What follows belongs to an exercise in optimizing a design on an open flow for small area and a short achievable clock period; a production flow would make more cautious choices.
Only simulation tests tie the RTL to the original design; equivalence was not proved.
No activity file was given, so power comes from the tool's default toggle rates.

==> flow/design.v, too long to show whole: its modules and the start of the top module <==
// module fs_lzc: 22 lines
// module fs_fma: 2024 lines
// module fs_cvt: 538 lines
// module fs_misc: 67 lines
// module fs_lzc_cmp: 34 lines
// module ksc_fslot: 195 lines
module ksc_fslot (
    input             clk,
    input             rst,
    input             in_valid,
    input      [4:0]  op,
    input      [31:0] a,
    input      [31:0] b,
    input      [31:0] c,
    output reg        out_valid,
    output reg [31:0] res
);
  // ...
==> flow/flow/run.sh <==
#!/bin/bash
# The standard layout with two changes:
#  - buf_2 cells as the port buffers instead of the default delay-cell
#    buffers (faster and smaller);
#  - after the standard synthesis, flow/polarity.py removes inverters next to
#    the full adders (a full adder of complemented inputs gives complemented
#    outputs), then the standard flow goes on from that netlist.
# Each step's full output goes to its own log in this folder.
set -euo pipefail
export BUFFER_PORTS_ARGS="-buffer_cell sky130_fd_sc_hd__buf_2"
R="$PWD/orfs/results/sky130hd/ksc_fslot/base"
bash standard.sh "$R/1_2_yosys.v" > standard_synth.log 2>&1
cp "$R/1_2_yosys.v" "$R/1_2_yosys.standard.v"
python3 flow/polarity.py "$R/1_2_yosys.standard.v" "$R/1_2_yosys.v" > polarity.log 2>&1
bash standard.sh > standard.log 2>&1
==> flow/flow/polarity.py <==
#!/usr/bin/env python3
"""Inverter clean-up around full adders in a synthesized netlist.

A full adder is self-dual: FA(~a, ~b, ~c) = (~sum, ~cout). Yosys's
extract_fa leaves an inverter next to most fa_1 cells. This pass chooses,
for each fa_1 cell, whether it computes on true or complemented signals
so that fewer inverters are needed, then rebuilds the inv_1 cells: each
signal that some pin needs complemented gets one inverter, or its driver
is swapped for its complemented twin (and2 <-> nand2, ...) when no pin
needs the signal itself. Registers, ports and all other cells are kept.
The logic function is unchanged.

Usage: polarity.py IN.v OUT.v
"""
import re, sys, collections, random

RESTARTS = 200
HA_SPLIT = True   # half adders may take complemented inputs (xor2/xnor2 + nor2/nor2b)

PFX = 'sky130_fd_sc_hd__'
PAIRS = [('and2_1', 'nand2_1'), ('or2_1', 'nor2_1'), ('and3_1', 'nand3_1'), ('or3_1', 'nor3_1'),
         ('and4_1', 'nand4_1'), ('or4_1', 'nor4_1'), ('xor2_1', 'xnor2_1'),
         ('a21o_1', 'a21oi_1'), ('o21a_1', 'o21ai_1'), ('a22o_1', 'a22oi_1'), ('o22a_1', 'o22ai_1'),
         ('a211o_1', 'a211oi_1'), ('o211a_1', 'o211ai_1'), ('a31o_1', 'a31oi_1'),
         ('o31a_1', 'o31ai_1'), ('mux2_1', 'mux2i_1')]
TWIN = {}
for p, q in PAIRS:
    TWIN[p] = q; TWIN[q] = p
INVERTING = {q for p, q in PAIRS}          # output pin Y; the others use X
AREA = {'inv_1': 3.7536, 'and2_1': 6.256, 'nand2_1': 3.7536, 'or2_1': 6.256, 'nor2_1': 3.7536,
        'and3_1': 6.256, 'nand3_1': 5.0048, 'or3_1': 6.256, 'nor3_1': 5.0048,
        'and4_1': 8.7584, 'nand4_1': 6.256, 'or4_1': 7.5072, 'nor4_1': 6.256,
        'xor2_1': 8.7584, 'xnor2_1': 8.7584, 'a21o_1': 7.5072, 'a21oi_1': 5.0048,
        'o21a_1': 7.5072, 'o21ai_1': 5.0048, 'a22o_1': 8.7584, 'a22oi_1': 7.5072,
        'o22a_1': 8.7584, 'o22ai_1': 6.256, 'a211o_1': 8.7584, 'a211oi_1': 7.5072,
        'o211a_1': 8.7584, 'o211ai_1': 7.5072, 'a31o_1': 8.7584, 'a31oi_1': 6.256,
        'o31a_1': 8.7584, 'o31ai_1': 7.5072, 'mux2_1': 11.2608, 'mux2i_1': 10.0096}
OUTP = {'X', 'Y', 'Q', 'Q_N', 'SUM', 'COUT', 'HI', 'LO'}


def main(src, dst):
    txt = open(src).read()
    cell_re = re.compile(r'^  (' + PFX + r'\w+) (\S+)\s+\((.*?)\n  \);\n', re.S | re.M)
    cells = []
    for m in cell_re.finditer(txt):
        pins = [(p, n.strip()) for p, n in re.findall(r'\.(\w+)\(([^()]*?)\)', m.group(3))]
        cells.append([m.group(1)[len(PFX):], m.group(2), pins, m.start(), m.end()])
    for i in range(len(cells) - 1):
        assert cells[i][4] == cells[i + 1][3], 'cells not contiguous'
    first, last = cells[0][3], cells[-1][4]
    header, trailer = txt[:first], txt[last:]
    outports = set()
    for m in re.finditer(r'^\s*output\s+(\[(\d+):(\d+)\]\s*)?(\S+?)\s*;', header, re.M):
        nm = m.group(4)
        if m.group(1):
            hi, lo = int(m.group(2)), int(m.group(3))
            for i in range(min(hi, lo), max(hi, lo) + 1):
                outports.add(f'{nm}[{i}]')
        else:
            outports.add(nm)

    inv_src = {}                     # inverter output net -> input net
    for c in cells:
        if c[0] == 'inv_1':
            d = dict(c[2])
            inv_src[d['Y']] = d['A']
    def base(n):
        pol = 0
        while n in inv_src and n not in outports:
            n = inv_src[n]; pol ^= 1
        return n, pol

    def ha_ok(c):
        return all(not n.startswith("1'") for p, n in c[2])

    drivers = {}
    for i, c in enumerate(cells):
        if c[0] == 'inv_1':
            continue
        for p, n in c[2]:
            if p in OUTP:
                drivers[n] = i
    uses = collections.defaultdict(list)   # signal -> [(cell idx or -1 for port, polarity)]
    for i, c in enumerate(cells):
        if c[0] == 'inv_1' or (HA_SPLIT and c[0] == 'ha_1' and ha_ok(c)):
            continue
        for p, n in c[2]:
            if p not in OUTP:
                s, pol = base(n)
                uses[s].append((i, pol))
    kept_inv = []                      # inverters that drive output ports stay as they are
    for c in cells:
        if c[0] == 'inv_1':
            y = dict(c[2])['Y']
            if y in outports:
                s, pol = base(dict(c[2])['A'])
                uses[s].append((-1, pol ^ 1))
                kept_inv.append(c)
    fa = [i for i, c in enumerate(cells) if c[0] == 'fa_1']
    fixed = set()
    for i in fa:
        for p, n in cells[i][2]:
            if p in OUTP and n in outports:
                fixed.add(i)
    flip = [0] * len(cells)

    def wants(s):
        d = drivers.get(s)
        src = flip[d] if d is not None else 0
        return {pol ^ (flip[i] if i >= 0 else 0) ^ src for i, pol in uses[s]}

    def swappable(s):
        d = drivers.get(s)
        return d is not None and cells[d][0] in TWIN and s not in outports

    def cost(s):
        w = wants(s)
        if 1 not in w:
            return 0.0
        if swappable(s):
            t = cells[drivers[s]][0]
            delta = AREA[TWIN[t]] - AREA[t]
            if w == {1}:
                return delta
            if delta < 0:                 # swap, and invert back for the others
                return AREA['inv_1'] + delta
        return AREA['inv_1']

    fa_sigs = {i: {base(n)[0] for p, n in cells[i][2]} for i in fa}
    def greedy():
        cur = {s: cost(s) for s in uses}
        for _ in range(30):
            changed = False
            for i in order:
                if i in fixed:
                    continue
                before = sum(cur.get(s, 0.0) for s in fa_sigs[i])
                flip[i] ^= 1
                after = {s: cost(s) for s in fa_sigs[i] if s in uses}
                if sum(after.values()) < before - 1e-9:
                    cur.update(after); changed = True
                else:
                    flip[i] ^= 1
            if not changed:
                break
        return sum(cur.values())

    # greedy descent from several starting points (fixed seed: reproducible)
    rng = random.Random(1)
    order = list(fa)
    best, best_flip = greedy(), list(flip)
    for trial in range(RESTARTS):
        rng.shuffle(order)
        flip = list(best_flip)
        for i in fa:
            if i not in fixed and rng.random() < 0.3:
                flip[i] ^= 1
        c = greedy()
        if c < best - 1e-9:
            best, best_flip = c, list(flip)
    flip = best_flip

    # physical nets
    newnet_id = [0]
    def fresh(tag):
        newnet_id[0] += 1
        return f'_pol{tag}{newnet_id[0]}_'
    def swap_it(s):
        if not swappable(s):
            return False
        w = wants(s)
        t = cells[drivers[s]][0]
        return w == {1} or (w == {0, 1} and AREA[TWIN[t]] < AREA[t])
    swapped = {s for s in uses if swap_it(s)}
    rename = {}                        # signal -> net now carrying ~signal at its driver
    for i in fa:
        if flip[i]:
            for p, n in cells[i][2]:
                if p in OUTP:
                    rename[n] = fresh('n')
    for s in swapped:
        rename[s] = fresh('s')
    inv_of = {}
    extra = []
    def comp(net):
        if net not in inv_of:
            inv_of[net] = fresh('i')
            extra.append(('inv_1', fresh('c'), [('A', net), ('Y', inv_of[net])]))
        return inv_of[net]
    def phys(s, pol):
        if s in rename:                # driver gives ~s on rename[s]
            return rename[s] if pol else comp(rename[s])
        return comp(s) if pol else s

    out = []
    swapped_drv = {drivers[s] for s in swapped}
    for i, c in enumerate(cells):
        typ, name, pins = c[0], c[1], c[2]
        if typ == 'inv_1':
            continue
        if HA_SPLIT and typ == 'ha_1' and ha_ok(c):
            d = dict(pins)
            (sa, pa), (sb, pb) = base(d['A']), base(d['B'])
            fa_ = pa ^ (1 if sa in rename else 0)     # 1: the complement is free
            fb_ = pb ^ (1 if sb in rename else 0)
            na, nb = phys(sa, pa ^ fa_), phys(sb, pb ^ fb_)
            if fa_ == 0 and fb_ == 0:
                out.append(('ha_1', name, [('A', na), ('B', nb), ('COUT', d['COUT']), ('SUM', d['SUM'])]))
            elif fa_ == 1 and fb_ == 1:
                out.append(('xor2_1', fresh('h'), [('A', na), ('B', nb), ('X', d['SUM'])]))
                out.append(('nor2_1', fresh('h'), [('A', na), ('B', nb), ('Y', d['COUT'])]))
            else:
                ncomp, ntrue = (na, nb) if fa_ else (nb, na)
                out.append(('xnor2_1', fresh('h'), [('A', ncomp), ('B', ntrue), ('Y', d['SUM'])]))
                out.append(('nor2b_1', fresh('h'), [('A', ncomp), ('B_N', ntrue), ('Y', d['COUT'])]))
            continue
        f = flip[i]
        newpins = []
        for p, n in pins:
            if p in OUTP:
                newpins.append((p, rename.get(n, n) if (f or i in swapped_drv) else n))
            else:
                s, pol = base(n)
                newpins.append((p, phys(s, pol ^ f)))
        if i in swapped_drv:
            t2 = TWIN[typ]
            op = 'Y' if t2 in INVERTING else 'X'
            newpins = [((op if p in ('X', 'Y') else p), n) for p, n in newpins]
            typ = t2
        out.append((typ, name, newpins))
    for c in kept_inv:
        s, pol = base(dict(c[2])['A'])
        out.append(('inv_1', c[1], [('A', phys(s, pol)), ('Y', dict(c[2])['Y'])]))
    out.extend(extra)
    decl = set()
    for typ, name, pins in out:
        for p, n in pins:
            if n.startswith('_pol'):
                decl.add(n)
    body = ''.join(f'  wire {n};\n' for n in sorted(decl))
    def net(n):
        return n + ' ' if n.startswith('\\') else n
    for typ, name, pins in out:
        body += f'  {PFX}{typ} {name} (\n' + ',\n'.join(f'    .{p}({net(n)})' for p, n in pins) + '\n  );\n'
    open(dst, 'w').write(header + body + trailer)
    n_old = sum(1 for c in cells if c[0] == 'inv_1')
    n_new = sum(1 for o in out if o[0] == 'inv_1')
    print(f'polarity: {len(fa)} fa_1, {sum(flip)} flipped, {len(swapped)} drivers swapped, '
          f'inv_1 {n_old} -> {n_new}')


if __name__ == '__main__':
    main(sys.argv[1], sys.argv[2])
==> flow/standard.sh <==
#!/bin/bash
# synth_recipe.tcl (not shown) runs the flow's synth.tcl, then flattens the netlist and writes it again
# the make line also repeats each setting of config.mk as NAME=value (left out here)
make -C /OpenROAD-flow-scripts/flow DESIGN_CONFIG=/design/flow/config.mk WORK_HOME=/design/flow/orfs CLKGATE_MAP_FILE= SYNTH_SCRIPT=/design/flow/synth_recipe.tcl "${@:-finish}"
==> flow/config.mk <==
export PLATFORM = sky130hd
export DESIGN_NAME = ksc_fslot
export DESIGN_NICKNAME = ksc_fslot
export VERILOG_FILES = /design/flow/design.v
export SDC_FILE = /design/flow/constraint.sdc
export NUM_CORES = 4
export LEC_CHECK = 0
export CAP_MARGIN = 20
export CORE_MARGIN = 2
export CORE_UTILIZATION = 40
export CTS_CLUSTER_DIAMETER = 150
export CTS_CLUSTER_SIZE = 20
export PLACE_DENSITY = 0.6
export SLEW_MARGIN = 20
==> flow/constraint.sdc <==
create_clock -name core_clock -period 36.0 [get_ports {clk}]
set_input_delay 7.2000 -clock core_clock [delete_from_list [all_inputs] [get_ports {clk}]]
set_output_delay 7.2000 -clock core_clock [all_outputs]
set_load 0.01 [all_outputs]
==> reports/metrics.yaml, run 1 <==
grt-busiest-layer: "met2"
reg2reg_to: "P1[46]"
globalplace.congestion: 1.01
power.leakage_uw: 0.0152
clock_path_buffers: 3
grt_max_degree: 61
max_freq_mhz: 121
drtPass1Iterations: 8
placed_cell_area_sq_um: 44600
max_slew_margin_pct: 25.8
multi_input_area_sq_um: 33100
die_area_sq_um: 109000
rsz0062_at_grt: "no"
nMultiInputCombCells: 4154
switchingPower_uw: 1890
endpoint: "res[17]"
top_layer_used: "met5"
comb_power_share_pct: 69.6
holdWs_ns: 0.355
initial_core_util_pct: 40.4
num_vias: 39700
outcome: "no timing/DRC/antenna violations"
grt_use_total_pct: 31.1
die_h_microns: 330
cts_tree: "yes"
drtAntennaViolNets: 0
nonClkBufAreaFrac_pct: 3.08
cts_resized: 0
skew_ns: 0.0512
swShare_pct: 55.5
synthCells: 5048
post-place-ws_ns: 27.34
clk_share_pct: 1.57
cts_root_buffer: "clkbuf_16"
mostFrequentLayoutCell: "nand2_1"
path_depth: 1
intPower_uw: 1510
drc: 0
powerComb_uw: 2370
antenna_found_initial: 9
cp.arrival_ns: 1.05
design.seq.count: 385
p_per_area_nw_per_um2: 74.9
crit_buf_inv: 1
==> module ksc_fslot, before the edit <==
module ksc_fslot (
    input             clk,
    input             rst,
    input             in_valid,
    input      [4:0]  op,
    input      [31:0] a,
    input      [31:0] b,
    input      [31:0] c,
    output reg        out_valid,
    output reg [31:0] res
);
    localparam [31:0] ONE  = 32'h3F80_0000;
    localparam [31:0] NEG0 = 32'h8000_0000;
    localparam [31:0] M32  = 32'hCF80_0000;    
    wire i_x10  = op[1] ^ op[0];                                   
    wire i_fma  = ~op[4] & ((~op[3] & ~op[2]) | (op[3] & i_x10));  
    wire i_cvt  = op[4] & op[3];
    wire i_f2i  = i_cvt & (op[2] | op[1]);
    wire i_i2f  = i_cvt & ~op[2] & ~op[1];
    wire i_addb = ~op[4] & ~op[3] & ~op[2] & ~op[1];               
    wire i_mulb = ~op[4] & ((~op[3] & ~op[2] & op[1]) | (op[3] & i_x10));    
    wire i_is1  = i_addb & op[0];
    wire i_is2  = ~op[4] & ~op[3] & ~op[2] & op[1];                
    wire i_selb = ~op[3] & (op[4] | op[2] | ~op[1]);               
    wire i_selc = ~op[4] & op[3];                                  
    wire i_m32  = i_i2f & ~op[0] & a[31];
    wire [31:0] yi = ({32{i_mulb}} & b) | ({32{i_addb}} & ONE);
    wire [31:0] zi = ({32{i_selb}} & {b[31] ^ i_is1, b[30:0]})
                   | ({32{i_selc}} & c)
                   | ({32{i_f2i}}  & a)
                   | ({32{i_m32}}  & M32)
                   | {i_is2, 31'd0};
    reg        v0, fma0, f2i0, i2f0;
    reg [4:0]  op0;
    reg [31:0] x0, y0, z0;
    always @(posedge clk) begin
        if (rst) v0 <= 1'b0;
        else     v0 <= in_valid;
        op0  <= op;
        fma0 <= i_fma;
        f2i0 <= i_f2i;
        i2f0 <= i_i2f;
        x0   <= {a[31] ^ (~op[4] & (op[3:0] == 4'd10)), a[30:0]};
        y0   <= yi;
        z0   <= zi;
    end
    wire [31:0] mres;
    fs_misc u_misc (.op(op0), .a(x0), .b(z0), .r(mres));
    wire [31:0] V = fma0 ? 32'd0 : mres;
    wire        sx = x0[31], sy = y0[31], sz = z0[31];
    wire [7:0]  ex = x0[30:23], ey = y0[30:23], ez = z0[30:23];
    wire x_nan  = (&ex) &  (|x0[22:0]);
    wire y_nan  = (&ey) &  (|y0[22:0]);
    wire z_nan  = (&ez) &  (|z0[22:0]);
    wire x_inf  = (&ex) & ~(|x0[22:0]);
    wire y_inf  = (&ey) & ~(|y0[22:0]);
    wire z_inf  = (&ez) & ~(|z0[22:0]);
    wire x_zero = ~(|x0[30:0]);
    wire y_zero = ~(|y0[30:0]);
    wire z_zero = ~(|z0[30:0]);
    wire [23:0] mx = {|ex, x0[22:0]};
    wire [23:0] my = {|ey, y0[22:0]};
    wire [23:0] mz = {|ez, z0[22:0]};
    wire [7:0]  Ex = {ex[7:1], ex[0] | ~(|ex)};
    wire [7:0]  Ey = {ey[7:1], ey[0] | ~(|ey)};
    wire [7:0]  Ez = {ez[7:1], ez[0] | ~(|ez)};
    wire sp      = fma0 & (sx ^ sy);
    wire p_zero  = x_zero | y_zero;
    wire p_inf   = x_inf | y_inf;
    wire is_nan  = x_nan | y_nan | z_nan | (x_inf & y_zero) | (y_inf & x_zero)
                 | (p_inf & z_inf & (sp != sz));
    wire is_inf  = p_inf | z_inf;
    wire inf_s   = p_inf ? sp : sz;
    wire eff_sub = fma0 ? (sp ^ sz) : (sz & (f2i0 | i2f0));
    wire [47:0] P;
    fs_fma u_mul (.x(mx), .y(my), .v(V), .r(P));
    wire [9:0]  exy  = fma0 ? ({2'd0, Ex} + {2'd0, Ey}) :
                       (f2i0 | i2f0) ? 10'd300 : 10'd1023;
    wire signed [10:0] shr = $signed({1'b0, exy}) - $signed({3'd0, Ez}) - 11'sd100;
    wire        top  = (fma0 & p_zero) | shr[10];       
    wire        far  = |shr[9:7];                       
    wire [9:0]  shc  = top ? 10'd0 : shr[9:0];
    wire [8:0]  slim = shc[8:0] + {1'b0, Ez};           
    wire [6:0]  sh   = shr[6:0];
    wire [76:0] a0s  = {mz, 53'd0};
    wire [76:0] a1s  = sh[0] ? {1'd0,  a0s[76:1]}  : a0s;
    wire [76:0] a2s  = sh[1] ? {2'd0,  a1s[76:2]}  : a1s;
    wire [76:0] a3s  = sh[2] ? {4'd0,  a2s[76:4]}  : a2s;
    wire [76:0] a4s  = sh[3] ? {8'd0,  a3s[76:8]}  : a3s;
    wire [76:0] a5s  = sh[4] ? {16'd0, a4s[76:16]} : a4s;
    wire [76:0] a6s  = sh[5] ? {32'd0, a5s[76:32]} : a5s;
    wire [76:0] a7s  = sh[6] ? {64'd0, a6s[76:64]} : a6s;
    wire [23:0] smask;
    genvar gj;
    generate
        for (gj = 0; gj < 24; gj = gj + 1) begin : gsm
            assign smask[gj] = sh >= 7'd53 + gj;
        end
    endgenerate
    wire        ast  = top ? 1'b0 : far ? (|mz) : (|(mz & smask));
    wire [76:0] A    = top ? {mz, 53'd0} : far ? {76'd0, ast} : {a7s[76:1], ast};
    wire       f_nan  = z_nan;
    wire       to_sgn = ~op0[2];
    wire       clamp  = f_nan | (to_sgn ? (ez >= 8'd158) : (sz | (ez >= 8'd159)));
    wire [1:0] ckind  = f_nan ? 2'd0 : to_sgn ? (sz ? 2'd2 : 2'd3) : (sz ? 2'd0 : 2'd1);
    reg        v1;
    reg [47:0] P1;
    reg [76:0] A1;
    reg [8:0]  slim1;
    reg        sub1, sp1, zn1, f2i1, trunc1;
    reg [1:0]  spc1;
    reg [2:0]  kd1;
    always @(posedge clk) begin
        if (rst) v1 <= 1'b0;
        else     v1 <= v0;
        P1     <= P;
        A1     <= A;
        slim1  <= slim;
        sub1   <= eff_sub;
        sp1    <= sp;
        spc1   <= ~fma0 ? 2'b00 : is_nan ? 2'b01 : is_inf ? {1'b1, inf_s} : 2'b00;
        zn1    <= fma0 & p_zero & z_zero & sp & sz;
        f2i1   <= f2i0;
        trunc1 <= op0[0];
        kd1    <= (fma0 | i2f0) ? 3'b000 : (f2i0 & clamp) ? {1'b1, ckind} : 3'b001;
    end
    wire        finc = ~trunc1 & A1[2] & (A1[3] | A1[1] | A1[0]);
    wire [78:0] bop  = sub1 ? ~{2'b00, A1} : {2'b00, A1};
    wire [78:0] bopf = f2i1 ? {bop[78:3], 3'b111} : bop;
    wire        co, use1, neg;
    wire [77:0] R;
    fs_cvt u_add (.x({28'd0, P1, 3'd0}), .y(bopf), .u(use1), .v(neg), .r(R), .co(co));
    assign use1 = f2i1 ? (sub1 ^ finc) : (sub1 & co);
    assign neg  = ~f2i1 & sub1 & ~co;
    wire [6:0] lz;
    wire       rz;
    fs_lzc #(.LW(7)) u_lz (.d({R, 50'd0}), .n(lz), .z(rz));
    reg        v2;
    reg [77:0] R2;
    reg [6:0]  lz2;
    reg        rz2;
    reg [8:0]  slim2;
    reg        sb2, zn2;
    reg [1:0]  spc2;
    reg [2:0]  kd2;
    always @(posedge clk) begin
        if (rst) v2 <= 1'b0;
        else     v2 <= v1;
        R2    <= R;
        lz2   <= lz;
        rz2   <= rz;
        slim2 <= slim1;
        sb2   <= sp1 ^ neg;
        spc2  <= spc1;
        zn2   <= zn1;
        kd2   <= kd1;
    end
    wire        hid  = {2'b00, lz2} <= slim2;            
    wire [6:0]  s    = hid ? lz2 : slim2[6:0];
    wire [77:0] n6   = s[6] ? {R2[13:0], 64'd0} : R2;
    wire [77:0] n5   = s[5] ? {n6[45:0], 32'd0} : n6;
    wire [77:0] n4   = s[4] ? {n5[61:0], 16'd0} : n5;
    wire [77:0] n3   = s[3] ? {n4[69:0],  8'd0} : n4;
    wire [77:0] n2   = s[2] ? {n3[73:0],  4'd0} : n3;
    wire [77:0] n1   = s[1] ? {n2[75:0],  2'd0} : n2;
    wire [77:0] N    = s[0] ? {n1[76:0],  1'd0} : n1;
    wire [52:0] msk  = {53{1'b1}} >> s;
    wire        st   = |(R2[52:0] & msk);
    wire [22:0] man  = N[76:54];
    wire        g    = N[53];
    wire [9:0]  e1   = {1'b0, slim2} + 10'd1 - {3'd0, lz2};    
    wire        ovf  = hid & (e1 >= 10'd255);
    wire        rinc = g & (st | man[0]);
    wire [30:0] pk   = {hid ? e1[7:0] : 8'd0, man} + {30'd0, rinc};
    wire [31:0] fres = spc2[1] ? {spc2[0], 31'h7F80_0000} :
                       spc2[0] ? 32'h7FC0_0000 :
                       rz2     ? {zn2, 31'd0} :
                       ovf  ? {sb2, 31'h7F80_0000} :
                              {sb2, pk};
    reg  [31:0] kval;
    always @* begin
        case (kd2[1:0])
            2'd0:    kval = 32'h0000_0000;
            2'd1:    kval = 32'hFFFF_FFFF;
            2'd2:    kval = 32'h8000_0000;
            default: kval = 32'h7FFF_FFFF;
        endcase
    end
    wire [31:0] rres = kd2[2] ? kval : R2[34:3];
    always @(posedge clk) begin
        if (rst) out_valid <= 1'b0;
        else     out_valid <= v2;
        res <= (kd2 != 3'b000) ? rres : fres;
    end
endmodule
==> run 2: changes to the inputs <==
--- a/flow/design.v
+++ b/flow/design.v
@@ -2818,12 +2818,10 @@
     assign use1 = f2i1 ? (sub1 ^ finc) : (sub1 & co);
     assign neg  = ~f2i1 & sub1 & ~co;
     wire [6:0] lz;
-    wire       rz;
-    fs_lzc #(.LW(7)) u_lz (.d({R, 50'd0}), .n(lz), .z(rz));
+    fs_lzc #(.LW(7)) u_lz (.d({R, 50'd0}), .n(lz), .z());
     reg        v2;
     reg [77:0] R2;
     reg [6:0]  lz2;
-    reg        rz2;
     reg [8:0]  slim2;
     reg        sb2, zn2;
     reg [1:0]  spc2;
@@ -2833,13 +2831,13 @@
         else     v2 <= v1;
         R2    <= R;
         lz2   <= lz;
-        rz2   <= rz;
         slim2 <= slim1;
         sb2   <= sp1 ^ neg;
         spc2  <= spc1;
         zn2   <= zn1;
         kd2   <= kd1;
     end
+    wire        rz2  = &lz2[6:4];                        
     wire        hid  = {2'b00, lz2} <= slim2;            
     wire [6:0]  s    = hid ? lz2 : slim2[6:0];
     wire [77:0] n6   = s[6] ? {R2[13:0], 64'd0} : R2;
--- a/flow/flow/polarity.py
+++ b/flow/flow/polarity.py
@@ -27,7 +27,7 @@
 for p, q in PAIRS:
     TWIN[p] = q; TWIN[q] = p
 INVERTING = {q for p, q in PAIRS}          # output pin Y; the others use X
-AREA = {'inv_1': 3.7536, 'and2_1': 6.256, 'nand2_1': 3.7536, 'or2_1': 6.256, 'nor2_1': 3.7536,
+AREA = {'inv_1': 3.7536, 'ha_1': 12.512, 'and2_1': 6.256, 'nand2_1': 3.7536, 'or2_1': 6.256, 'nor2_1': 3.7536,
         'and3_1': 6.256, 'nand3_1': 5.0048, 'or3_1': 6.256, 'nor3_1': 5.0048,
         'and4_1': 8.7584, 'nand4_1': 6.256, 'or4_1': 7.5072, 'nor4_1': 6.256,
         'xor2_1': 8.7584, 'xnor2_1': 8.7584, 'a21o_1': 7.5072, 'a21oi_1': 5.0048,
@@ -180,6 +180,40 @@
                     rename[n] = fresh('n')
     for s in swapped:
         rename[s] = fresh('s')
+    # half adders: choose the polarity of each output (xor2/xnor2 for the
+    # sum, one 2-input gate for the carry) when that saves inverters
+    GATE = {(0, 0, 0): ('and2_1', 6.256), (0, 0, 1): ('nand2_1', 3.7536),
+            (1, 1, 0): ('nor2_1', 3.7536), (1, 1, 1): ('or2_1', 6.256),
+            (1, 0, 0): ('nor2b_1', 6.256), (1, 0, 1): ('or2b_1', 7.5072),
+            (0, 1, 0): ('nor2b_1', 6.256), (0, 1, 1): ('or2b_1', 7.5072)}
+    ha_pol = {}
+    if HA_SPLIT:
+        for i, c in enumerate(cells):
+            if c[0] != 'ha_1' or not ha_ok(c):
+                continue
+            d = dict(c[2])
+            (sa, pa), (sb, pb) = base(d['A']), base(d['B'])
+            fa_ = pa ^ (1 if sa in rename else 0)
+            fb_ = pb ^ (1 if sb in rename else 0)
+            ws = wants(d['SUM']) if d['SUM'] in uses else set()
+            wc = wants(d['COUT']) if d['COUT'] in uses else set()
+            best = None
+            for ps in (0, 1):
+                for pc in (0, 1):
+                    if (ps and d['SUM'] in outports) or (pc and d['COUT'] in outports):
+                        continue
+                    if (fa_, fb_, ps, pc) == (0, 0, 0, 0):
+                        area = AREA['ha_1']
+                    else:
+                        area = AREA['xor2_1'] + GATE[(fa_, fb_, pc)][1]
+                    area += AREA['inv_1'] * ((len(ws - {ps}) > 0) + (len(wc - {pc}) > 0))
+                    if best is None or area < best[0] - 1e-9:
+                        best = (area, ps, pc)
+            ha_pol[i] = best[1:]
+            if best[1]:
+                rename[d['SUM']] = fresh('a')
+            if best[2]:
+                rename[d['COUT']] = fresh('b')
     inv_of = {}
     extra = []
     def comp(net):
@@ -204,15 +238,25 @@
             fa_ = pa ^ (1 if sa in rename else 0)     # 1: the complement is free
             fb_ = pb ^ (1 if sb in rename else 0)
             na, nb = phys(sa, pa ^ fa_), phys(sb, pb ^ fb_)
-            if fa_ == 0 and fb_ == 0:
-                out.append(('ha_1', name, [('A', na), ('B', nb), ('COUT', d['COUT']), ('SUM', d['SUM'])]))
-            elif fa_ == 1 and fb_ == 1:
-                out.append(('xor2_1', fresh('h'), [('A', na), ('B', nb), ('X', d['SUM'])]))
-                out.append(('nor2_1', fresh('h'), [('A', na), ('B', nb), ('Y', d['COUT'])]))
+            ps, pc = ha_pol[i]
+            osum = rename[d['SUM']] if ps else d['SUM']
+            ocout = rename[d['COUT']] if pc else d['COUT']
+            if (fa_, fb_, ps, pc) == (0, 0, 0, 0):
+                out.append(('ha_1', name, [('A', na), ('B', nb), ('COUT', ocout), ('SUM', osum)]))
+                continue
+            # sum: na ^ nb = a ^ b ^ fa_ ^ fb_, wanted (a ^ b) ^ ps
+            if fa_ ^ fb_ ^ ps:
+                out.append(('xnor2_1', fresh('h'), [('A', na), ('B', nb), ('Y', osum)]))
+            else:
+                out.append(('xor2_1', fresh('h'), [('A', na), ('B', nb), ('X', osum)]))
+            g = GATE[(fa_, fb_, pc)][0]
+            if fa_ == fb_:
+                op_ = 'Y' if g in ('nand2_1', 'nor2_1') else 'X'
+                out.append((g, fresh('h'), [('A', na), ('B', nb), (op_, ocout)]))
             else:
                 ncomp, ntrue = (na, nb) if fa_ else (nb, na)
-                out.append(('xnor2_1', fresh('h'), [('A', ncomp), ('B', ntrue), ('Y', d['SUM'])]))
-                out.append(('nor2b_1', fresh('h'), [('A', ncomp), ('B_N', ntrue), ('Y', d['COUT'])]))
+                op_ = 'Y' if g == 'nor2b_1' else 'X'
+                out.append((g, fresh('h'), [('A', ncomp), ('B_N', ntrue), (op_, ocout)]))
             continue
         f = flip[i]
         newpins = []
==> run 2 against run 1 <==
Net effect: still clean on timing, DRC and antenna; flip-flop and latch count shrank 1; utilization is essentially flat; setup slack lost 0.044 ns; fmax shrank 0.53%; via count shrank 0.11%; non-clock buffer count grew 5; clock power grew 2%; die area is essentially flat; critical path depth is the same; critical path type unchanged; critical endpoint is now res[25]; largest power group unchanged.
==> reports/metrics.yaml, run 2 <==
crit-reg2reg-launch: "x0[3]"  # was x0[1]
min_path_cells: 0  # unchanged
holdWs_ns: 0.321  # was 0.355 ns
grt_pass1_vias: 39100  # about the same
syn_nets: 5731  # was 5743
finalNetCount: 5672  # was 5688
vdd_drop_max_mv: 0.0605  # was 0.0411 mV
initial_core_util_pct: 40.4  # about the same
drtAntennaViolNets: 0  # unchanged
outcome: "no timing/DRC/antenna violations"  # unchanged
routed_wl_microns: 167000  # was 172000 microns
cts.sinks: 384  # was 385
ys_warn_count: 2  # unchanged
clock_path_buffers: 3  # unchanged
p_per_area_nw_per_um2: 74.5  # was 74.9 nW/um^2
critical_path.max_fanout: 1  # unchanged
rsz0062_at_grt: "no"  # unchanged
port_buffers: 136  # unchanged
cpMaxStageDelayCell: "dfxtp_1"  # unchanged
slew_viol_final: 0  # unchanged
hold_class: "reg -> reg"  # unchanged
path_delay_family: "flip-flops"  # unchanged
die_area_sq_um: 109000  # about the same
via_per_inst: 6.19  # was 6.21
clk_pin_slew_ns: 0.09  # about the same
skew_ns: 0.0601  # was 0.0512 ns
num_io_pins: 137  # unchanged
reg_top3: "A1 x77, R2 x77, P1 x48"  # unchanged
globalplace.congestion: 1.02  # was 1.01
layout_common_cells: "nand2_1 (849), fa_1 (489), dfxtp_1 (375), nor2_1 (351), a21oi_1 (314)"  # was nand2_1 (811), fa_1 (489), dfxtp_1 (374), nor2_1 (354), a21oi_1 (291)
cp-end-kind: "primary output"  # unchanged
area_growth_pct: 6.38  # was 6.44%
max_freq_mhz: 121  # about the same
cts_tree: "yes"  # unchanged
max_slew_margin_pct: 21.8  # was 25.8%
path_depth: 1  # unchanged
cts_root_buffer: "clkbuf_16"  # unchanged
setup_viol: 0  # unchanged
place_hpwl_microns: 125000  # was 129000 microns
setup_slack_ns: 27.71  # was 27.75 ns
crit_buf_inv: 1  # unchanged
cts_buffers: 25  # unchanged
die_h_microns: 331  # was 330 microns
syn_avg_cell_area_sq_um: 8.43  # was 8.44 sq um
r2r_cells: 22  # unchanged
grt_use_total_pct: 30.4  # was 31.1%
hold_violations: 0  # unchanged
clk_latency_ns: 0.67  # was 0.63 ns
critPathLaunchType: "flop"  # unchanged
reg2reg_to: "P1[47]"  # was P1[46]
cp.arrival_ns: 1.09  # was 1.05 ns
syn_area_sq_um: 42600  # about the same
mostFrequentLayoutCell: "nand2_1"  # unchanged
crit_type: "reg -> out"  # unchanged
post_drt_wl_per_cell_microns: 26.1  # was 26.9 microns
crit_required_ns: 28.80  # about the same
power.leakage_uw: 0.0152  # about the same
drv_cap: 0  # unchanged
core_area_sq_um: 106000  # unchanged
path_cells: "buf_2"  # unchanged
drt_iter0_markers: 4887  # was 4591
drive_gt1_share_pct: 8.19  # was 8.28%
ctsHtreeMaxLevel: 1  # unchanged
drc: 0  # unchanged
core.rowCount: 119  # unchanged
cts_resized: 0  # unchanged
hold_buffers: 0  # unchanged
drtPass1Iterations: 7  # was 8
num_vias: 39700  # about the same
grt_remaining_overflow: 0  # unchanged
slowest_delay_ns: 0.30  # was 0.33 ns
antenna_found_initial: 4  # was 9
grt_pass1_wl_microns: 252000  # was 255000 microns
holdPathEnd: "slim2[4]"  # was zn2
postCtsSetupBuffers: 0  # unchanged
synthCells: 5061  # was 5048
grt_max_degree: 68  # was 61
post-place-ws_ns: 27.26  # was 27.34 ns
period_share_pct: 23.0  # was 22.9%
min_from: "slim1[4]"  # was zn1
tightest_slew_ns: 1.17  # was 1.08 ns
min_period_ns: 8.29  # was 8.25 ns
die_w_microns: 331  # was 330 microns
r2r_setup_slack_ns: 27.84  # was 27.83 ns
setup_tns_ns: 0  # unchanged
==> run 2: cell count changes in the layout (fill, tap and decap cells not counted), moves of 23 or more <==
cell,delta
nand2_1,+38
mux2i_1,+32
ha_1,-25
inv_1,-46
a21oi_1,+23
nor3_1,-30
==> run 2: worst max path at each step <==
stage	from	end	slack [ns]
2_1_floorplan	op[3]	z0[31]	27.34
4_1_cts	res[31]	res[31]	27.67
3_5_place_dp	op[1]	y0[9]	27.26
6_report	res[25]	res[25]	27.71
5_1_grt	x0[3]	P1[47]	27.47
3_3_place_gp	op[2]	y0[12]	27.31
==> run 2: where the power goes <==
part           internal (uW)  switching [uW]  total (uW)
registers                544             169         713
logic                    814            1550        2360
clock network            129             173         303
==> run 2: metrics by stage <==
| step | utilization (%) | power [uW] | instances | instance area, sq um |
|---|---|---|---|---|
| 2_1_floorplan | - | 2220 | 5061 | 42600 |
| 3_3_place_gp | 42.3 | 2990 | 6366 | 44600 |
| 3_5_place_dp | 42.3 | 3000 | 6366 | 44600 |
| 4_1_cts | 43.0 | 3310 | 6399 | 45400 |
| 5_1_grt | 43.0 | 3580 | 6400 | 45400 |
| 6_report | 43.0 | 3380 | 6401 | 45400 |
==> run 2: layer usage <==
metal / track usage, % / part of all wire [%] / up-vias / routed length [microns]
met1: 40.7 / 41 / 19700 / 69100
met3: 5.66 / 9.5 / 388 / 15800
li1: - / - / 17500 / -
met2: 48.1 / 44 / 2099 / 74300
met4: 12.9 / 4.7 / 2 / 7930
met5: 0 / 0.0078 / - / 13
==> run 2: layout make-up <==
class / instances / area (sq um)
fillers: 10600 / 60200
multi-input cells: 4209 / 33200
flip-flops and latches: 384 / 7700
well taps: 1391 / 1740
repair buffers: 236 / 1430
clock buffers: 26 / 629
inverters: 146 / 548
clock inverters: 7 / 85.1
diodes: 2 / 5.00
==> run 3: changes to the inputs <==
--- a/flow/design.v
+++ b/flow/design.v
@@ -2810,13 +2810,14 @@
         kd1    <= (fma0 | i2f0) ? 3'b000 : (f2i0 & clamp) ? {1'b1, ckind} : 3'b001;
     end
     wire        finc = ~trunc1 & A1[2] & (A1[3] | A1[1] | A1[0]);
-    wire [78:0] bop  = sub1 ? ~{2'b00, A1} : {2'b00, A1};
-    wire [78:0] bopf = f2i1 ? {bop[78:3], 3'b111} : bop;
-    wire        co, use1, neg;
+    wire [78:0] xw   = {28'd0, P1, 3'd0} ^ {79{sub1}};
+    wire [78:0] aw   = f2i1 ? {2'b00, A1[76:3], {3{~sub1}}} : {2'b00, A1};
+    wire        co, use1, inv, neg;
     wire [77:0] R;
-    fs_cvt u_add (.x({28'd0, P1, 3'd0}), .y(bopf), .u(use1), .v(neg), .r(R), .co(co));
-    assign use1 = f2i1 ? (sub1 ^ finc) : (sub1 & co);
-    assign neg  = ~f2i1 & sub1 & ~co;
+    fs_cvt u_add (.x(aw), .y(xw), .u(use1), .v(inv), .r(R), .co(co));
+    assign use1 = f2i1 ? finc : (sub1 & co);
+    assign inv  = f2i1 ? sub1 : (sub1 & ~co);
+    assign neg  = ~f2i1 & sub1 & co;
     wire [6:0] lz;
     fs_lzc #(.LW(7)) u_lz (.d({R, 50'd0}), .n(lz), .z());
     reg        v2;
==> run 3 against run 2 <==
Net effect: flip-flop and latch count stayed put; via count decreased by 1.2%; register-to-register slack better by 0.36 ns; synthesized cell count fell by 0.20%; design area increased by 0.58%; combinational power down 9.3%; power is 6.3% lower; critical path type unchanged; largest power group unchanged.
==> reports/metrics.yaml, run 3 <==
setup_viol: 0  # unchanged
die_area_sq_um: 110000  # was 109000 sq um
critical_path.max_fanout: 1  # unchanged
die_h_microns: 332  # was 331 microns
crit_buf_inv: 1  # unchanged
syn_nets: 5753  # was 5731
max_slew_margin_pct: 26.2  # was 21.8%
num_vias: 39200  # was 39700
drt_iter0_markers: 4232  # was 4887
crit-reg2reg-launch: "y0[25]"  # was x0[3]
die_w_microns: 332  # was 331 microns
min_from: "slim1[1]"  # was slim1[4]
area_growth_pct: 5.94  # was 6.38%
path_delay_family: "flip-flops"  # unchanged
crit_required_ns: 28.80  # about the same
crit_type: "reg -> out"  # unchanged
slew_viol_final: 0  # unchanged
vdd_drop_max_mv: 0.0458  # was 0.0605 mV
cp.arrival_ns: 1.01  # was 1.09 ns
clock_path_buffers: 3  # unchanged
max_freq_mhz: 122  # was 121 MHz
cts_resized: 0  # unchanged
cts_tree: "yes"  # unchanged
initial_core_util_pct: 40.3  # was 40.4%
cpMaxStageDelayCell: "dfxtp_1"  # unchanged
grt_pass1_wl_microns: 239000  # was 252000 microns
reg_top3: "A1 x77, R2 x77, P1 x48"  # unchanged
num_io_pins: 137  # unchanged
cp-end-kind: "primary output"  # unchanged
drive_gt1_share_pct: 8.43  # was 8.19%
cts_root_buffer: "clkbuf_16"  # unchanged
setup_tns_ns: 0  # unchanged
via_per_inst: 6.12  # was 6.19
place_hpwl_microns: 120000  # was 125000 microns
clk_pin_slew_ns: 0.08  # was 0.09 ns
hold_buffers: 0  # unchanged
port_buffers: 136  # unchanged
skew_ns: 0.0285  # was 0.0601 ns
period_share_pct: 22.8  # was 23.0%
cts.sinks: 384  # unchanged
p_per_area_nw_per_um2: 69.4  # was 74.5 nW/um^2
antenna_found_initial: 5  # was 4
hold_violations: 0  # unchanged
globalplace.congestion: 0.982  # was 1.02
ctsHtreeMaxLevel: 1  # unchanged
drtPass1Iterations: 8  # was 7
clk_latency_ns: 0.59  # was 0.67 ns
grt_remaining_overflow: 0  # unchanged
critPathLaunchType: "flop"  # unchanged
power.leakage_uw: 0.0150  # was 0.0152 uW
synthCells: 5051  # was 5061
syn_area_sq_um: 43100  # was 42600 sq um
drtAntennaViolNets: 0  # unchanged
setup_slack_ns: 27.79  # was 27.71 ns
finalNetCount: 5696  # was 5672
hold_class: "reg -> reg"  # unchanged
core_area_sq_um: 107000  # was 106000 sq um
core.rowCount: 120  # was 119
critPathLaunch: "res[19]"  # was res[25]
grt_pass1_vias: 38400  # was 39100
min_period_ns: 8.21  # was 8.29 ns
drc: 0  # unchanged
grt_use_total_pct: 27.8  # was 30.4%
post-place-ws_ns: 27.39  # was 27.26 ns
post_drt_wl_per_cell_microns: 24.7  # was 26.1 microns
tightest_slew_ns: 1.09  # was 1.17 ns
slowest_delay_ns: 0.32  # was 0.30 ns
ys_warn_count: 2  # unchanged
routed_wl_microns: 158000  # was 167000 microns
outcome: "no timing/DRC/antenna violations"  # unchanged
layout_common_cells: "nand2_1 (845), fa_1 (490), dfxtp_1 (375), nor2_1 (320), a21oi_1 (295)"  # was nand2_1 (849), fa_1 (489), dfxtp_1 (375), nor2_1 (351), a21oi_1 (314)
path_cells: "buf_2"  # unchanged
rsz0062_at_grt: "no"  # unchanged
cts_buffers: 23  # was 25
syn_avg_cell_area_sq_um: 8.53  # was 8.43 sq um
mostFrequentLayoutCell: "nand2_1"  # unchanged
postCtsSetupBuffers: 0  # unchanged
grt_max_degree: 68  # unchanged
drv_cap: 0  # unchanged
==> run 3: final cells by class <==
cell class,instances,area [sq um]
sequential,384,7700
fill,10800,61300
clock buffer,25,593
clock inverter,2,21.3
tap,1403,1760
antenna,3,7.51
inverter,141,529
multi-input combinational,4213,33600
timing repair buffer,231,1390
==> run 3: metrics by stage <==
step	std cells	power [uW]	area [sq um]	util (%)	hold slack, ns
final	6402	3170	45600	42.7	0.331
after global routing	6399	3380	45600	42.7	0.328
after CTS	6398	3130	45600	42.7	0.323
after detailed placement	6371	2860	45000	42.1	0.313
after global placement	6371	2840	45000	42.1	0.312
after floorplan	5051	2200	43100	-	0.310
==> run 3: power breakdown <==
part	internal (uW)	total (uW)	switching [uW]
Combinational	811	2140	1330
Clock	117	270	153
Sequential	553	751	199
==> run 3: worst paths after layout <==
kind	end	slack, ns	cells past startpoint
min	slim2[1]	0.33	0
max	res[19]	27.79	1
max reg2reg	P1[45]	28.20	22
min reg2reg	slim2[1]	0.33	0
==> run 3: worst reg2reg max path, cell delays in order (launching register included) <==
cell	delay (ns)
dfxtp_1	0.34
nor4_2	0.28
buf_4	0.39
nand2_1	0.47
nand2_1	0.25
fa_1	0.44
fa_1	0.57
fa_1	0.44
fa_1	0.45
fa_1	0.42
fa_1	0.52
fa_1	0.55
xor2_1	0.35
nand4_1	0.18
or4_1	0.56
nor3b_1	0.19
a21oi_1	0.18
o211ai_1	0.22
o2111a_1	0.25
o21a_1	0.15
o21ai_0	0.13
a21boi_0	0.23
xor2_1	0.15
==> run 3: per-layer routing <==
metal / track usage (%) / up-vias / wire [microns]
li1: - / 17500 / -
met1: 35.1 / 19100 / 62500
met2: 45.3 / 2085 / 71900
met3: 4.29 / 508 / 13300
met4: 15.9 / 2 / 10500
met5: 0 / - / 13
==> run 4: changes to the inputs <==
--- a/flow/design.v
+++ b/flow/design.v
@@ -2761,11 +2761,11 @@
     fs_fma u_mul (.x(mx), .y(my), .v(V), .r(P));
     wire [9:0]  exy  = fma0 ? ({2'd0, Ex} + {2'd0, Ey}) :
                        (f2i0 | i2f0) ? 10'd300 : 10'd1023;
-    wire signed [10:0] shr = $signed({1'b0, exy}) - $signed({3'd0, Ez}) - 11'sd100;
+    wire signed [10:0] exl = $signed({1'b0, exy}) - 11'sd100;
+    wire signed [10:0] shr = exl - $signed({3'd0, Ez});
     wire        top  = (fma0 & p_zero) | shr[10];       
     wire        far  = |shr[9:7];                       
-    wire [9:0]  shc  = top ? 10'd0 : shr[9:0];
-    wire [8:0]  slim = shc[8:0] + {1'b0, Ez};           
+    wire [8:0]  slim = top ? {1'b0, Ez} : exl[8:0];
     wire [6:0]  sh   = shr[6:0];
     wire [76:0] a0s  = {mz, 53'd0};
     wire [76:0] a1s  = sh[0] ? {1'd0,  a0s[76:1]}  : a0s;
@@ -2810,14 +2810,13 @@
         kd1    <= (fma0 | i2f0) ? 3'b000 : (f2i0 & clamp) ? {1'b1, ckind} : 3'b001;
     end
     wire        finc = ~trunc1 & A1[2] & (A1[3] | A1[1] | A1[0]);
-    wire [78:0] xw   = {28'd0, P1, 3'd0} ^ {79{sub1}};
-    wire [78:0] aw   = f2i1 ? {2'b00, A1[76:3], {3{~sub1}}} : {2'b00, A1};
-    wire        co, use1, inv, neg;
+    wire [78:0] bop  = sub1 ? ~{2'b00, A1} : {2'b00, A1};
+    wire [78:0] bopf = f2i1 ? {bop[78:3], 3'b111} : bop;
+    wire        co, use1, neg;
     wire [77:0] R;
-    fs_cvt u_add (.x(aw), .y(xw), .u(use1), .v(inv), .r(R), .co(co));
-    assign use1 = f2i1 ? finc : (sub1 & co);
-    assign inv  = f2i1 ? sub1 : (sub1 & ~co);
-    assign neg  = ~f2i1 & sub1 & co;
+    fs_cvt u_add (.x({28'd0, P1, 3'd0}), .y(bopf), .u(use1), .v(neg), .r(R), .co(co));
+    assign use1 = f2i1 ? (sub1 ^ finc) : (sub1 & co);
+    assign neg  = ~f2i1 & sub1 & ~co;
     wire [6:0] lz;
     fs_lzc #(.LW(7)) u_lz (.d({R, 50'd0}), .n(lz), .z());
     reg        v2;
@@ -2839,7 +2838,8 @@
         kd2   <= kd1;
     end
     wire        rz2  = &lz2[6:4];                        
-    wire        hid  = {2'b00, lz2} <= slim2;            
+    wire [9:0]  dl   = {1'b0, slim2} - {3'd0, lz2};
+    wire        hid  = ~dl[9];                           
     wire [6:0]  s    = hid ? lz2 : slim2[6:0];
     wire [77:0] n6   = s[6] ? {R2[13:0], 64'd0} : R2;
     wire [77:0] n5   = s[5] ? {n6[45:0], 32'd0} : n6;
@@ -2852,7 +2852,7 @@
     wire        st   = |(R2[52:0] & msk);
     wire [22:0] man  = N[76:54];
     wire        g    = N[53];
-    wire [9:0]  e1   = {1'b0, slim2} + 10'd1 - {3'd0, lz2};    
+    wire [9:0]  e1   = dl + 10'd1;                       
     wire        ovf  = hid & (e1 >= 10'd255);
     wire        rinc = g & (st | man[0]);
     wire [30:0] pk   = {hid ? e1[7:0] : 8'd0, man} + {30'd0, rinc};
==> run 4 against run 3 <==
Net effect: wire length up 8.1%; sequential power down 4.0%; largest cell class unchanged; setup slack worse by 0.061 ns; clock skew up 0.0062 ns; synthesized cell count up 0.97%; sequential share of layout area up 0.10 points.
==> reports/metrics.yaml, run 4 <==
min_period_ns: 8.27  # was 8.21 ns
critPathLaunchType: "flop"  # unchanged
clk_pin_slew_ns: 0.09  # was 0.08 ns
use_met2_pct: 50.2  # was 45.3%
core.rowCount: 119  # was 120
cts_resized: 0  # unchanged
cts_root_buffer: "clkbuf_16"  # unchanged
power.leakage_uw: 0.0149  # was 0.0150 uW
setup_tns_ns: 0  # unchanged
outcome: "no timing/DRC/antenna violations"  # unchanged
crit_type: "reg -> out"  # unchanged
grt_pass1_wl_microns: 256000  # was 239000 microns
layout_common_cells: "nand2_1 (826), fa_1 (486), dfxtp_1 (379), nor2_1 (334), a21oi_1 (310)"  # was nand2_1 (845), fa_1 (490), dfxtp_1 (375), nor2_1 (320), a21oi_1 (295)
path_cells: "buf_2"  # unchanged
via_per_inst: 6.23  # was 6.12
fillers: 10500  # was 10800
tightest_slew_ns: 1.10  # was 1.09 ns
die_w_microns: 330  # was 332 microns
ys_warn_count: 2  # unchanged
final_util_pct: 43.1  # was 42.7%
antenna_found_initial: 7  # was 5
syn_avg_cell_area_sq_um: 8.33  # was 8.53 sq um
mostFrequentLayoutCell: "nand2_1"  # unchanged
cts_tree: "yes"  # unchanged
use_met1_pct: 40.5  # was 35.1%
setup_viol: 0  # unchanged
skew_ns: 0.0347  # was 0.0285 ns
port_buffers: 136  # unchanged
routed_wl_microns: 171000  # was 158000 microns
slowest_delay_ns: 0.33  # was 0.32 ns
post_drt_wl_per_cell_microns: 26.5  # was 24.7 microns
num_io_pins: 137  # unchanged
hold_buffers: 0  # unchanged
grt_remaining_overflow: 0  # unchanged
holdWs_ns: 0.332  # was 0.331 ns
finalNetCount: 5709  # was 5696
syn_area_sq_um: 42500  # was 43100 sq um
die_area_sq_um: 109000  # was 110000 sq um
area_growth_pct: 6.65  # was 5.94%
cts_buffers: 24  # was 23
post-place-ws_ns: 27.19  # was 27.39 ns
drive_gt1_share_pct: 8.12  # was 8.43%
synthCells: 5100  # was 5051
p_per_area_nw_per_um2: 75.3  # was 69.4 nW/um^2
dpl.cell_count: 6420  # was 6371
die_h_microns: 330  # was 332 microns
grt_max_degree: 68  # unchanged
initial_core_util_pct: 40.4  # was 40.3%
syn_nets: 5754  # was 5753
setup_slack_ns: 27.73  # was 27.79 ns
hold_violations: 0  # unchanged
num_vias: 40200  # was 39200
globalplace.congestion: 1.02  # was 0.982
grt-busiest-layer: "met2"  # unchanged
cpMaxStageDelayCell: "dfxtp_1"  # unchanged
drtPass1Iterations: 6  # was 8
drv_cap: 0  # unchanged
period_share_pct: 23.0  # was 22.8%
critical_path.max_fanout: 1  # unchanged
rsz0062_at_grt: "no"  # unchanged
hold_class: "reg -> reg"  # unchanged
crit_required_ns: 28.80  # about the same
final_cells: 6456  # was 6402
vdd_drop_max_mv: 0.0567  # was 0.0458 mV
clk_latency_ns: 0.62  # was 0.59 ns
slew_viol_final: 0  # unchanged
drt_iter0_markers: 4383  # was 4232
place_hpwl_microns: 129000  # was 120000 microns
max_freq_mhz: 121  # was 122 MHz
drtAntennaViolNets: 0  # unchanged
cp.arrival_ns: 1.07  # was 1.01 ns
path_delay_family: "flip-flops"  # unchanged
grt_use_total_pct: 31.2  # was 27.8%
reg_top3: "A1 x77, R2 x77, P1 x48"  # unchanged
core_area_sq_um: 105000  # was 107000 sq um
clock_path_buffers: 3  # unchanged
cp-end-kind: "primary output"  # unchanged
postCtsSetupBuffers: 0  # unchanged
grtUsageMet3_pct: 4.75  # was 4.29%
cts.sinks: 384  # unchanged
crit_buf_inv: 1  # unchanged
grt_pass1_vias: 39500  # was 38400
ctsHtreeMaxLevel: 1  # unchanged
max_slew_margin_pct: 26.3  # was 26.2%
drc: 0  # unchanged
run 4: area by class of cell:
type	count	area (sq um)	area share, %
well taps	1391	1740	3.84
diodes	6	15.0	0.0331
inverters	141	529	1.17
clock buffers	27	643	1.42
clock inverters	3	62.6	0.138
flip-flops and latches	384	7700	17.0
multi-input cells	4252	33100	73.0
repair buffers	252	1550	3.42
run 4: power by group:
group	total (uW)	switching, uW	internal, uW
clock network	299	164	135
registers	721	180	541
logic	2390	1570	828
run 4: path summary, 6_finish.rpt:
path                            slack [ns]  depth (start not counted)        end      start
worst min-delay path                  0.33                          0    spc2[0]    spc1[0]
worst max-delay path                 27.73                          1  out_valid  out_valid
worst min register to register        0.33                          0    spc2[0]    spc1[0]
worst max register to register       28.14                         22     P1[47]      x0[2]
run 4: layer usage:
metal,routed length [microns],up-vias,part of all wire [%]
li1,-,17800,-
met1,68300,19700,40
met4,10500,4,6.1
met2,77800,2255,45
met3,14500,549,8.5
met5,27,-,0.016
run 4: through the flow:
| stage | total power [uW] | cell area (sq um) |
|---|---|---|
| 3_3_place_gp | 3060 | 44600 |
| 3_5_place_dp | 3060 | 44600 |
| 4_1_cts | 3370 | 45300 |
| 6_report | 3410 | 45300 |
| 2_1_floorplan | 2260 | 42500 |
| 5_1_grt | 3610 | 45300 |

-- separate check: timing with driven ports --
How much do the figures lean on ideal ports? The routed layouts below were timed once more, with nothing changed but the port constraints. Step 1, drivers: a clkbuf_16 drives clk and a buf_2 each remaining input, both assumed. Step 2 times the ports against the registers' clock, not the clock port: input delays grow and output delays shrink by t, the midpoint of the rising clock arrivals with the driver on. a / b / c = no drivers / after step 1 / after step 2; a / b = the first two.
| run | t, ns | slack for setup (ns) | worst data-port slew with drivers (ns) | cell pins on the clock port's net |
|---|---|---|---|---|
| run 1 | 0.675 | 27.753 / 27.682 / 27.370 | 0.04 | 1 |
| run 2 | 0.702 | 27.709 / 27.637 / 27.271 | 0.07 | 1 |
| run 3 | 0.639 | 27.787 / 27.728 / 27.328 | 0.04 | 1 |
| run 4 | 0.676 | 27.726 / 27.657 / 27.187 | 0.04 | 1 |
After both steps every run listed still meets setup and hold. For run 4, which loses most, drivers alone change the setup slack by -0.069 ns; drivers and shift together by -0.539 ns.
